This is an optimization exercise on Yosys and OpenROAD, whose aim is small area, a short achievable clock period and few clock cycles per item, not a production implementation. Only simulation tests tie the RTL to the original design; equivalence was not proved.

[flow/design.v]
module fp32_clz48 (
    input  wire [47:0] v,
    output wire [5:0]  n
);
    wire [63:0] x0 = {v, 16'hFFFF};
    wire        z5 = (x0[63:32] == 0);
    wire [63:0] x1 = z5 ? {x0[31:0], 32'd0} : x0;
    wire        z4 = (x1[63:48] == 0);
    wire [63:0] x2 = z4 ? {x1[47:0], 16'd0} : x1;
    wire        z3 = (x2[63:56] == 0);
    wire [63:0] x3 = z3 ? {x2[55:0], 8'd0} : x2;
    wire        z2 = (x3[63:60] == 0);
    wire [63:0] x4 = z2 ? {x3[59:0], 4'd0} : x3;
    wire        z1 = (x4[63:62] == 0);
    wire [63:0] x5 = z1 ? {x4[61:0], 2'd0} : x4;
    wire        z0 = (x5[63] == 0);
    assign n = {z5, z4, z3, z2, z1, z0};
endmodule
module fp32_add (
    input  wire [31:0] a,
    input  wire [31:0] b,
    output reg  [31:0] y
);
    wire       sa = a[31];
    wire       sb = b[31];
    wire [7:0] ea = a[30:23];
    wire [7:0] eb = b[30:23];
    wire [22:0] fa = a[22:0];
    wire [22:0] fb = b[22:0];
    wire a_nan = (ea == 8'hFF) && (fa != 0);
    wire b_nan = (eb == 8'hFF) && (fb != 0);
    wire a_inf = (ea == 8'hFF) && (fa == 0);
    wire b_inf = (eb == 8'hFF) && (fb == 0);
    wire        swap = (a[30:0] < b[30:0]);
    wire        sx   = swap ? sb : sa;
    wire        sy   = swap ? sa : sb;
    wire [7:0]  ex   = swap ? eb : ea;
    wire [7:0]  ey   = swap ? ea : eb;
    wire [22:0] fx   = swap ? fb : fa;
    wire [22:0] fy   = swap ? fa : fb;
    wire [7:0]  ex_eff = (ex == 0) ? 8'd1 : ex;
    wire [7:0]  ey_eff = (ey == 0) ? 8'd1 : ey;
    wire [23:0] mx = {ex != 0, fx};
    wire [23:0] my = {ey != 0, fy};
    wire [7:0]  d  = ex_eff - ey_eff;
    wire [26:0] my_full = {my, 3'b000};
    reg  [26:0] my_sh;
    reg         sticky;
    reg  [26:0] my_al;
    reg  [27:0] s;
    reg  [26:0] sn;
    reg  [8:0]  e;
    reg  [5:0]  lz;
    reg  [5:0]  sh;
    reg  [23:0] mant;
    reg         rnd;
    reg  [31:0] packed_v;
    wire [5:0]  clz_n;
    reg  [47:0] clz_in;
    fp32_clz48 u_clz (.v(clz_in), .n(clz_n));
    always @* begin
        if (d >= 8'd27) begin
            my_sh  = 27'd0;
            sticky = (my != 0);
        end else begin
            my_sh  = my_full >> d;
            sticky = ((my_full & ((27'd1 << d) - 27'd1)) != 0);
        end
        my_al = {my_sh[26:1], my_sh[0] | sticky};
        if (sx ^ sy)
            s = {1'b0, mx, 3'b000} - {1'b0, my_al};
        else
            s = {1'b0, mx, 3'b000} + {1'b0, my_al};
        clz_in = {s[26:0], 21'd0};
        lz = clz_n;
        if (s[27]) begin
            sn = {s[27:2], s[1] | s[0]};
            e  = {1'b0, ex_eff} + 9'd1;
        end else begin
            if ({3'b000, lz} >= {1'b0, ex_eff} - 9'd1)
                sh = ex_eff[5:0] - 6'd1;
            else
                sh = lz;
            sn = s[26:0] << sh;
            e  = {1'b0, ex_eff} - {3'b000, sh};
        end
        mant = sn[26:3];
        rnd  = sn[2] & (sn[1] | sn[0] | mant[0]);
        packed_v = {1'b0, (mant[23] ? e[7:0] : 8'd0), mant[22:0]} + {31'd0, rnd};
        if (a_nan || b_nan || (a_inf && b_inf && (sa != sb)))
            y = 32'h7FC00000;
        else if (a_inf)
            y = {sa, 8'hFF, 23'd0};
        else if (b_inf)
            y = {sb, 8'hFF, 23'd0};
        else if (s == 28'd0)
            y = {sa & sb, 31'd0};
        else if (e >= 9'd255)
            y = {sx, 8'hFF, 23'd0};
        else
            y = {sx, packed_v[30:0]};
    end
endmodule
module fp32_mul (
    input  wire [31:0] a,
    input  wire [31:0] b,
    output reg  [31:0] y
);
    wire       s  = a[31] ^ b[31];
    wire [7:0] ea = a[30:23];
    wire [7:0] eb = b[30:23];
    wire [22:0] fa = a[22:0];
    wire [22:0] fb = b[22:0];
    wire a_nan  = (ea == 8'hFF) && (fa != 0);
    wire b_nan  = (eb == 8'hFF) && (fb != 0);
    wire a_inf  = (ea == 8'hFF) && (fa == 0);
    wire b_inf  = (eb == 8'hFF) && (fb == 0);
    wire a_zero = (a[30:0] == 0);
    wire b_zero = (b[30:0] == 0);
    wire [23:0] ma = {ea != 0, fa};
    wire [23:0] mb = {eb != 0, fb};
    wire [47:0] p  = ma * mb;
    wire signed [10:0] E = $signed({3'b000, (ea == 0) ? 8'd1 : ea})
                         + $signed({3'b000, (eb == 0) ? 8'd1 : eb}) - 11'sd127;
    wire [5:0] lz;
    fp32_clz48 u_clz (.v(p), .n(lz));
    wire signed [10:0] Er = E + 11'sd1 - $signed({5'd0, lz});
    reg  [47:0] pn;
    reg         st_r;
    reg  [10:0] rs;
    reg  [23:0] mant;
    reg         rnd;
    reg  [7:0]  ef;
    reg  [31:0] packed_v;
    always @* begin
        st_r = 1'b0;
        rs   = 11'd0;
        if (Er >= 11'sd1) begin
            pn = p << lz;
            ef = Er[7:0];
        end else if (E >= 11'sd0) begin
            pn = p << E[5:0];
            ef = 8'd0;
        end else begin
            rs = -E;
            if (rs >= 11'd48) begin
                pn   = 48'd0;
                st_r = (p != 0);
            end else begin
                pn   = p >> rs[5:0];
                st_r = ((p & ((48'd1 << rs[5:0]) - 48'd1)) != 0);
            end
            ef = 8'd0;
        end
        mant = pn[47:24];
        rnd  = pn[23] & ((pn[22:0] != 0) | st_r | mant[0]);
        packed_v = {1'b0, ef, mant[22:0]} + {31'd0, rnd};
        if (a_nan || b_nan || (a_inf && b_zero) || (b_inf && a_zero))
            y = 32'h7FC00000;
        else if (a_inf || b_inf)
            y = {s, 8'hFF, 23'd0};
        else if (a_zero || b_zero)
            y = {s, 31'd0};
        else if (Er >= 11'sd255)
            y = {s, 8'hFF, 23'd0};
        else
            y = {s, packed_v[30:0]};
    end
endmodule
module fp32_from_int (
    input  wire [31:0] v,
    input  wire        sgn,
    output reg  [31:0] y
);
    wire        neg = sgn & v[31];
    wire [31:0] mag = neg ? (~v + 32'd1) : v;
    wire [5:0]  lz;
    fp32_clz48 u_clz (.v({mag, 16'd0}), .n(lz));
    reg  [31:0] pn;
    reg  [7:0]  e;
    reg         rnd;
    reg  [31:0] packed_v;
    always @* begin
        pn  = mag << lz[4:0];
        e   = 8'd158 - {2'b00, lz};
        rnd = pn[7] & ((pn[6:0] != 0) | pn[8]);
        packed_v = {1'b0, e, pn[30:8]} + {31'd0, rnd};
        if (mag == 0)
            y = 32'd0;
        else
            y = {neg, packed_v[30:0]};
    end
endmodule
module fp32_gt (
    input  wire [31:0] a,
    input  wire [31:0] b,
    output wire        gt
);
    wire a_nan = (a[30:23] == 8'hFF) && (a[22:0] != 0);
    wire b_nan = (b[30:23] == 8'hFF) && (b[22:0] != 0);
    wire both_zero = (a[30:0] == 0) && (b[30:0] == 0);
    wire [31:0] ka = a[31] ? ~a : {1'b1, a[30:0]};
    wire [31:0] kb = b[31] ? ~b : {1'b1, b[30:0]};
    assign gt = !a_nan && !b_nan && !both_zero && (ka > kb);
endmodule
module loop_eval (
    input  wire         clk,
    input  wire         rst,
    input  wire         in_valid,
    output wire         in_ready,
    input  wire         cfg_dir,
    input  wire [1:0]   cfg_levels,
    input  wire [1:0]   cfg_safe_level,
    input  wire [1:0]   cfg_pv_bad,
    input  wire [7:0]   cfg_min_dwell,
    input  wire [2:0]   cfg_pv_kind,
    input  wire [1:0]   cfg_pv_lane,
    input  wire [9:0]   cfg_period,
    input  wire [7:0]   cfg_lvl_code,
    input  wire [127:0] cfg_lvl_val,
    input  wire [31:0]  cfg_c_lim,
    input  wire [31:0]  cfg_ki,
    input  wire [31:0]  cfg_band,
    input  wire [31:0]  cfg_pv_scale,
    input  wire [31:0]  cfg_pv_bias,
    input  wire [31:0]  sp,
    input  wire [63:0]  pv_word,
    input  wire         pv_qual_bad,
    input  wire         cmd_hold_int,
    input  wire         cmd_manual,
    input  wire [1:0]   cmd_man_level,
    input  wire         sat_compl,
    input  wire [1:0]   st_level,
    input  wire [31:0]  st_centre,
    input  wire [7:0]   st_dwell,
    output reg          out_valid,
    output reg  [1:0]   o_level,
    output reg  [31:0]  o_centre,
    output reg  [7:0]   o_dwell,
    output reg  [31:0]  o_out,
    output reg  [1:0]   o_code,
    output reg          o_sat_edge,
    output reg          o_pv_bad
);
    localparam [3:0] S_IDLE  = 4'd0,
                     S_CONV  = 4'd1,    
                     S_SCALE = 4'd2,    
                     S_BIAS  = 4'd3,    
                     S_ERR   = 4'd4,    
                     S_HI    = 4'd5,    
                     S_LO    = 4'd6,    
                     S_LAW   = 4'd7,    
                     S_TS    = 4'd8,    
                     S_KTS   = 4'd9,    
                     S_KE    = 4'd10,   
                     S_INT   = 4'd11,   
                     S_DONE  = 4'd12;   
    localparam [31:0] TICK_S = 32'h3903126F;   
    reg [3:0] state;
    reg         r_dir;
    reg [1:0]   r_levels, r_safe_level, r_pv_bad;
    reg [7:0]   r_min_dwell;
    reg [2:0]   r_pv_kind;
    reg [1:0]   r_pv_lane;
    reg [9:0]   r_period;
    reg [7:0]   r_lvl_code;
    reg [127:0] r_lvl_val;
    reg [31:0]  r_c_lim, r_ki, r_band, r_pv_scale, r_pv_bias, r_sp;
    reg [63:0]  r_pv_word;
    reg         r_qual_bad, r_hold_int, r_manual, r_sat_compl;
    reg [1:0]   r_man_level, r_level;
    reg [31:0]  r_centre;
    reg [7:0]   r_dwell;
    reg [31:0]  acc;       
    reg [31:0]  err;
    reg [31:0]  hi, lo;
    reg [31:0]  k;
    reg [1:0]   n_level;
    reg [7:0]   n_dwell;
    reg         n_sat_edge;
    reg         n_bad;
    assign in_ready = (state == S_IDLE);
    reg  [31:0] lane_val;
    reg         lane_signed;
    always @* begin
        lane_signed = 1'b0;
        case (r_pv_kind)
            3'b001: begin   
                lane_val = {{16{r_pv_word[16*r_pv_lane+15]}}, r_pv_word[16*r_pv_lane +: 16]};
                lane_signed = 1'b1;
            end
            3'b010: lane_val = {16'd0, r_pv_word[16*r_pv_lane +: 16]};   
            3'b011: begin   
                lane_val = r_pv_lane[0] ? r_pv_word[63:32] : r_pv_word[31:0];
                lane_signed = 1'b1;
            end
            default: lane_val = r_pv_lane[0] ? r_pv_word[63:32] : r_pv_word[31:0];
        endcase
    end
    wire        kind_is_float = (r_pv_kind == 3'b000) || (r_pv_kind == 3'b101);
    wire [31:0] int_in  = (state == S_LAW) ? {21'd0, {1'b0, r_period} + 11'd1} : lane_val;
    wire        int_sgn = (state == S_LAW) ? 1'b0 : lane_signed;
    wire [31:0] int_f;
    fp32_from_int u_cvt (.v(int_in), .sgn(int_sgn), .y(int_f));
    reg  [31:0] add_a, add_b;
    wire [31:0] add_y;
    always @* begin
        add_a = acc;
        add_b = r_pv_bias;
        case (state)
            S_BIAS: begin add_a = acc;      add_b = r_pv_bias; end
            S_ERR:  begin
                if (r_dir) begin add_a = acc;  add_b = {~r_sp[31], r_sp[30:0]}; end
                else       begin add_a = r_sp; add_b = {~acc[31], acc[30:0]}; end
            end
            S_HI:   begin add_a = r_centre; add_b = r_band; end
            S_LO:   begin add_a = r_centre; add_b = {~r_band[31], r_band[30:0]}; end
            S_INT:  begin add_a = r_centre; add_b = {~k[31], k[30:0]}; end
            default: ;
        endcase
    end
    fp32_add u_add (.a(add_a), .b(add_b), .y(add_y));
    reg  [31:0] mul_a, mul_b;
    wire [31:0] mul_y;
    always @* begin
        mul_a = acc;
        mul_b = r_pv_scale;
        case (state)
            S_SCALE: begin mul_a = acc;  mul_b = r_pv_scale; end
            S_TS:    begin mul_a = k;    mul_b = TICK_S; end
            S_KTS:   begin mul_a = r_ki; mul_b = k; end
            S_KE:    begin mul_a = k;    mul_b = err; end
            default: ;
        endcase
    end
    fp32_mul u_mul (.a(mul_a), .b(mul_b), .y(mul_y));
    wire e_above, e_below, ki_pos, c_above, c_below;
    fp32_gt u_gt_hi (.a(err), .b(hi), .gt(e_above));
    fp32_gt u_gt_lo (.a(lo), .b(err), .gt(e_below));
    fp32_gt u_gt_ki (.a(r_ki), .b(32'd0), .gt(ki_pos));
    fp32_gt u_gt_ch (.a(acc), .b(r_c_lim), .gt(c_above));
    fp32_gt u_gt_cl (.a({~r_c_lim[31], r_c_lim[30:0]}), .b(acc), .gt(c_below));
    wire pv_nonfinite = (acc[30:23] == 8'hFF);
    reg [1:0] law_level;
    reg [7:0] law_dwell;
    reg       law_bad;
    always @* begin
        law_level = r_level;
        law_dwell = r_dwell;
        if (r_pv_kind == 3'b101)
            law_bad = 1'b0;
        else
            law_bad = (r_qual_bad || pv_nonfinite) && (r_pv_bad != 2'b10);
        if (law_bad && r_pv_bad == 2'b01) begin
            law_level = r_safe_level;
            law_dwell = 8'd0;
        end else if (law_bad) begin
        end else if (r_manual) begin
            if (r_level != r_man_level) begin
                law_level = r_man_level;
                law_dwell = 8'd0;
            end
        end else if (r_min_dwell == 8'd0 || r_dwell >= r_min_dwell) begin
            if (e_above && r_level < r_levels) begin
                law_level = r_level + 2'd1;
                law_dwell = 8'd0;
            end else if (e_below && r_level > 2'd0) begin
                law_level = r_level - 2'd1;
                law_dwell = 8'd0;
            end
        end
        if (law_dwell != 8'd255)
            law_dwell = law_dwell + 8'd1;
    end
    wire law_sat_edge = ((law_level == r_levels) && e_above) || ((law_level == 2'd0) && e_below);
    wire sat = n_sat_edge || r_sat_compl || r_manual || r_hold_int || n_bad;
    always @(posedge clk) begin
        if (rst) begin
            state     <= S_IDLE;
            out_valid <= 1'b0;
        end else begin
            out_valid <= 1'b0;
            case (state)
                S_IDLE: begin
                    if (in_valid) begin
                        r_dir        <= cfg_dir;
                        r_levels     <= cfg_levels;
                        r_safe_level <= cfg_safe_level;
                        r_pv_bad     <= cfg_pv_bad;
                        r_min_dwell  <= cfg_min_dwell;
                        r_pv_kind    <= cfg_pv_kind;
                        r_pv_lane    <= cfg_pv_lane;
                        r_period     <= cfg_period;
                        r_lvl_code   <= cfg_lvl_code;
                        r_lvl_val    <= cfg_lvl_val;
                        r_c_lim      <= cfg_c_lim;
                        r_ki         <= cfg_ki;
                        r_band       <= cfg_band;
                        r_pv_scale   <= cfg_pv_scale;
                        r_pv_bias    <= cfg_pv_bias;
                        r_sp         <= sp;
                        r_pv_word    <= pv_word;
                        r_qual_bad   <= pv_qual_bad;
                        r_hold_int   <= cmd_hold_int;
                        r_manual     <= cmd_manual;
                        r_man_level  <= cmd_man_level;
                        r_sat_compl  <= sat_compl;
                        r_level      <= st_level;
                        r_centre     <= st_centre;
                        r_dwell      <= st_dwell;
                        state        <= S_CONV;
                    end
                end
                S_CONV: begin
                    acc   <= kind_is_float ? lane_val : int_f;
                    state <= S_SCALE;
                end
                S_SCALE: begin
                    acc   <= mul_y;
                    state <= S_BIAS;
                end
                S_BIAS: begin
                    acc   <= add_y;
                    state <= S_ERR;
                end
                S_ERR: begin
                    err   <= add_y;
                    state <= S_HI;
                end
                S_HI: begin
                    hi    <= add_y;
                    state <= S_LO;
                end
                S_LO: begin
                    lo    <= add_y;
                    state <= S_LAW;
                end
                S_LAW: begin
                    k          <= int_f;    
                    n_level    <= law_level;
                    n_dwell    <= law_dwell;
                    n_sat_edge <= law_sat_edge;
                    n_bad      <= law_bad;
                    state      <= S_TS;
                end
                S_TS: begin
                    k     <= mul_y;
                    state <= S_KTS;
                end
                S_KTS: begin
                    k     <= mul_y;
                    state <= S_KE;
                end
                S_KE: begin
                    k     <= mul_y;
                    state <= S_INT;
                end
                S_INT: begin
                    acc   <= add_y;
                    state <= S_DONE;
                end
                S_DONE: begin
                    if (!sat && ki_pos) begin
                        if (c_above)
                            o_centre <= r_c_lim;
                        else if (c_below)
                            o_centre <= {~r_c_lim[31], r_c_lim[30:0]};
                        else
                            o_centre <= acc;
                    end else begin
                        o_centre <= r_centre;
                    end
                    o_level    <= n_level;
                    o_dwell    <= n_dwell;
                    o_out      <= r_lvl_val[32*n_level +: 32];
                    o_code     <= r_lvl_code[2*n_level +: 2];
                    o_sat_edge <= n_sat_edge;
                    o_pv_bad   <= n_bad;
                    out_valid  <= 1'b1;
                    state      <= S_IDLE;
                end
                default: state <= S_IDLE;
            endcase
        end
    end
endmodule
[flow/run.sh]
#!/bin/bash
# synth_recipe.tcl (not shown) runs the flow's synth.tcl, then flattens the netlist and writes it again
# the make line also repeats each setting of config.mk as NAME=value (left out here)
make -C /OpenROAD-flow-scripts/flow DESIGN_CONFIG=/design/flow/config.mk WORK_HOME=/design/flow/orfs CLKGATE_MAP_FILE= SYNTH_SCRIPT=/design/flow/synth_recipe.tcl finish
[flow/config.mk]
export PLATFORM = sky130hd
export DESIGN_NAME = loop_eval
export DESIGN_NICKNAME = loop_eval
export VERILOG_FILES = /design/flow/design.v
export SDC_FILE = /design/flow/constraint.sdc
export NUM_CORES = 4
export LEC_CHECK = 0
export CAP_MARGIN = 20
export CORE_MARGIN = 2
export CORE_UTILIZATION = 40
export SLEW_MARGIN = 20
[flow/constraint.sdc]
create_clock -name core_clock -period 22.0 [get_ports {clk}]
set_input_delay 4.4000 -clock core_clock [delete_from_list [all_inputs] [get_ports {clk}]]
set_output_delay 4.4000 -clock core_clock [all_outputs]
set_load 0.01 [all_outputs]
==> impl_metrics.csv <==
group,metric,value,unit
outcome,status,"complete, no violations",
worst_setup_path,crit_top_cell,"a21oi_1",
floorplan,num_rows,168,
grt,grt_max_degree,169,
floorplan,fp.dieW,464.2,microns
worst_setup_path,end_kind,"flip-flop",
detailed_routing,drt_iter0_markers,11880,
sta,maxSlewHeadroom,20.16,%
sta,hold_viol_final,0,
finish,ff_latch_area,0.02173,sq mm
worst_setup_path,reg2reg_from,"state[1]",
clocking,insertion_delay,0.73,ns
sta,rsz0062_at_grt,"false",
grt,antenna_found_initial,68,
worst_setup_path,critPathLaunchType,"flip-flop",
sta,totalNegativeSetupSlack,0,ns
floorplan,coreArea,0.2100,sq mm
yosys,synth_nets,11180,
yosys,syn_inst,9766,
clocking,clkTransAtPathRegs,0.06,ns
finish,nNetsFinal,11610,
finish,syn_to_final_growth,15.62,%
yosys,synth_edf_count,720,
run,maxCapViolCount,0,
sta,period_share,94.07,%
placed_design,port_buffers,552,
detailed_routing,antenna_left,0,
floorplan,dieArea,0.2155,sq mm
min_path,hold_class,"flip-flop to flip-flop",
detailed_routing,drtPass1Iterations,8,
detailed_routing,wirelength,432400,microns
worst_setup_path,rrSetupSlack,1.30,ns
yosys,synth_warnings,4,
yosys,synthDistinctLibCells,133,
grt,grt_util_all_layers,38.72,%
grt,overflow,0,
clocking,cts_tree,"yes",
worst_setup_path,arrival,21.11,ns
finish,top_regs,"r_lvl_val: 128 flops, r_pv_word: 64 flops",
sta,fmax,0.04832,GHz
yosys,ys.flop_type,"edfxtp_1",
grt,grt_pass1_vias,81070,
sta,whs,0.4190,ns
worst_setup_path,r2r_cells,77,
detailed_routing,via_count,85140,
worst_setup_path,crit_path_max_incr_delay,0.86,ns
clocking,cts_buffer_depth,3,
finish,largest_reg_flops,128,
worst_setup_path,worstPathRequired,22.41,ns
sta,setup_violations,0,
grt,grt_pass1_wl,607300,microns
sta,tightest_slew,1.194,ns
clocking,cts_inserted_buffers,80,
finish,fillers,20400,
finish,multi_input_area,0.05826,sq mm
yosys,mappedNetlistArea,0.08471,sq mm
worst_setup_path,startpoint,"state[1]",
worst_setup_path,slowest_stage,"dfxtp_4",
detailed_routing,avgViaCountPerCell,6.494,
finish,fin_cells,13110,
floorplan,start_util,40.34,%
placed_design,dp_hpwl,344800,microns
detailed_routing,drc,0,
clocking,clockRootBuffer,"clkbuf_16",
finish,final_area,0.09794,sq mm
yosys,async_flop_share,0,%
min_path,holdPathStages,0,
sta,slew_viol_final,0,
floorplan,num_io_pins,553,
sta,min_period,20.70,ns
min_path,hp-start,"n_dwell[1]",
placed_design,routabilityCongestion,1.048,
placed_design,placed_area,0.09517,sq mm
floorplan,die_h,464.2,microns
placed_design,place_inst,12920,
worst_setup_path,crit_type,"flip-flop to flip-flop",
detailed_routing,wire_per_inst,32.98,microns
clocking,clock-sinks,725,
yosys,synth_seq_area_share,25.64,%
sta,fin_worst_skew,0.04529,ns
clocking,cts.htree.levels,3,
yosys,avgSynthCellArea,8.674,sq um
finish,top_register,"r_lvl_val",
yosys,synth-seq-cells,725,
finish,drive_above_1_share,9.068,%
worst_setup_path,path_max_fanout,74,
-- final cells by class --
cell class	count	share of cell area, %
multi-input cells	7641	59.49
flip-flops and latches	725	22.19
repair buffers	995	9.109
well taps	2805	3.584
inverters	758	2.905
clock buffers	98	2.113
clock inverters	50	0.5123
diodes	39	0.09965
-- worst paths after layout --
check                to
min reg2reg  o_dwell[1]
max             acc[26]
max reg2reg     acc[26]
min          o_dwell[1]
-- layer usage --
layer	global-route usage, %	vias to the layer above	share of wire, %
met4	18.12	36	5.5
met5	0	-	0.053
met1	52.54	42090	41
li1	-	36460	-
met3	10.58	1025	11
met2	56.94	5532	42
-- Yosys cell counts, types with 95 or more instances --
cell type | instances | area [sq um]
a21oi_1 | 577 | 2888
nand3_1 | 214 | 1071
clkbuf_1 | 487 | 1828
nor3_1 | 258 | 1291
a211oi_1 | 100 | 750.7
o211ai_1 | 105 | 788.3
o21ai_0 | 543 | 2718
ha_1 | 453 | 5668
nor2b_1 | 103 | 644.4
a21o_1 | 114 | 855.8
xor2_1 | 192 | 1682
mux2i_1 | 307 | 3073
nor4_1 | 111 | 694.4
o221ai_1 | 95 | 832.1
inv_1 | 749 | 2811
nand2b_1 | 137 | 857.1
xnor2_1 | 234 | 2049
nand2_1 | 829 | 3112
nand4_1 | 144 | 900.9
fa_1 | 487 | 9749
edfxtp_1 | 720 | 21620
nor2_1 | 1089 | 4088
-- cell usage in the layout, fill, tap and decap left out, types with 36 or more instances in the layout --
cell type	Yosys	routed
o211ai_1	105	105
or2_2	39	39
nand4_1	144	144
a21oi_1	577	574
nand2b_1	137	135
or3_1	75	75
a21o_1	114	114
edfxtp_1	720	720
mux4_2	58	58
a31oi_1	88	87
o21bai_1	45	45
a221oi_1	55	54
nor3_1	258	253
and3_1	74	74
ha_1	453	451
clkdlybuf4s50_1	0	552
a22oi_1	44	44
a211oi_1	100	99
o31ai_1	86	86
o21a_1	55	55
and2_1	55	55
diode_2	0	39
a32oi_1	36	36
o22ai_1	51	51
clkbuf_16	0	80
mux2_2	62	62
nand3_1	214	214
mux2i_1	307	306
nand2_1	829	829
nor2_1	1089	1084
nor4_1	111	108
nor2b_1	103	100
o21ai_0	543	542
inv_1	749	749
xnor2_1	234	219
fa_1	487	486
o221ai_1	95	72
buf_4	20	438
xor2_1	192	184
-- timing repair --
| item | in CTS | in global routing |
|---|---|---|
| resized for setup | 0 | 3 |
| buffers inserted | 0 | 3 |
| hold buffers | 0 | 0 |
| endpoints found under the setup margin | 0 | 95 |
| endpoints found under the hold margin | 0 | 0 |
-- worst max-delay path, delay by kind of cell (launching register included) --
kind / cells / cell delay, ns
AO/OA/AOI/OAI: 41 / 11.97
XOR/XNOR: 2 / 0.53
adder cells (fa/ha/maj): 6 / 2.00
buffers and inverters: 7 / 1.23
flip-flops: 1 / 0.86
multiplexers: 2 / 0.58
AND/OR/NAND/NOR: 19 / 3.17
-- stage by stage --
stage	worst slack, ns	util, %
after detailed placement	1.697	45.32
final	1.304	46.64
after CTS	1.551	46.54
after global placement	1.912	45.31
after global routing	0.02748	46.61
after floorplan	3.856	-
-- cell families after synthesis --
logic type,Yosys count,share of synthesized area [%]
AND/OR/NAND/NOR,3292,18.52
AO/OA/AOI/OAI,2546,20.62
buffers and inverters,1401,6.448
adder cells (fa/ha/maj),940,18.20
flip-flops,725,25.64
multiplexers,432,6.072
XOR/XNOR,430,4.496
Testbench counts, summed over its fixed seeds: cycles 41,608, items 3,200.

-- afterwards: timing with drivers on the ports --
In the flow no input, the clock included, has a driving cell. The finished layout below was timed again as built, in two steps. Step 1 (the two cells are an assumption about what drives the block):
set clk [get_ports {clk}]
set_driving_cell -lib_cell sky130_fd_sc_hd__clkbuf_16 $clk
set_driving_cell -lib_cell sky130_fd_sc_hd__buf_2 [delete_from_list [all_inputs] $clk]
Step 2 adds t to the input delays and takes it off the output delays; t is the mean of the earliest and latest rising clock arrival at the registers after step 1. Input paths then give back, and output paths get back, about the clock's delay inside the block. Three values: ideal ports, drivers, drivers and shift; two values: the first two.
t, ns: 0.802
setup WS [ns]: 1.304 / 1.304 / 1.304
hold slack, ns: 0.419 / 0.419 / 0.419
worst register clock-pin slew, ns: 0.09 / 0.09
worst slew at a driven data input, ns: 0.19
After both steps this run still meets setup and hold. The setup slack of this run moves by 0.000 ns with the drivers and by 0.000 ns with both steps.
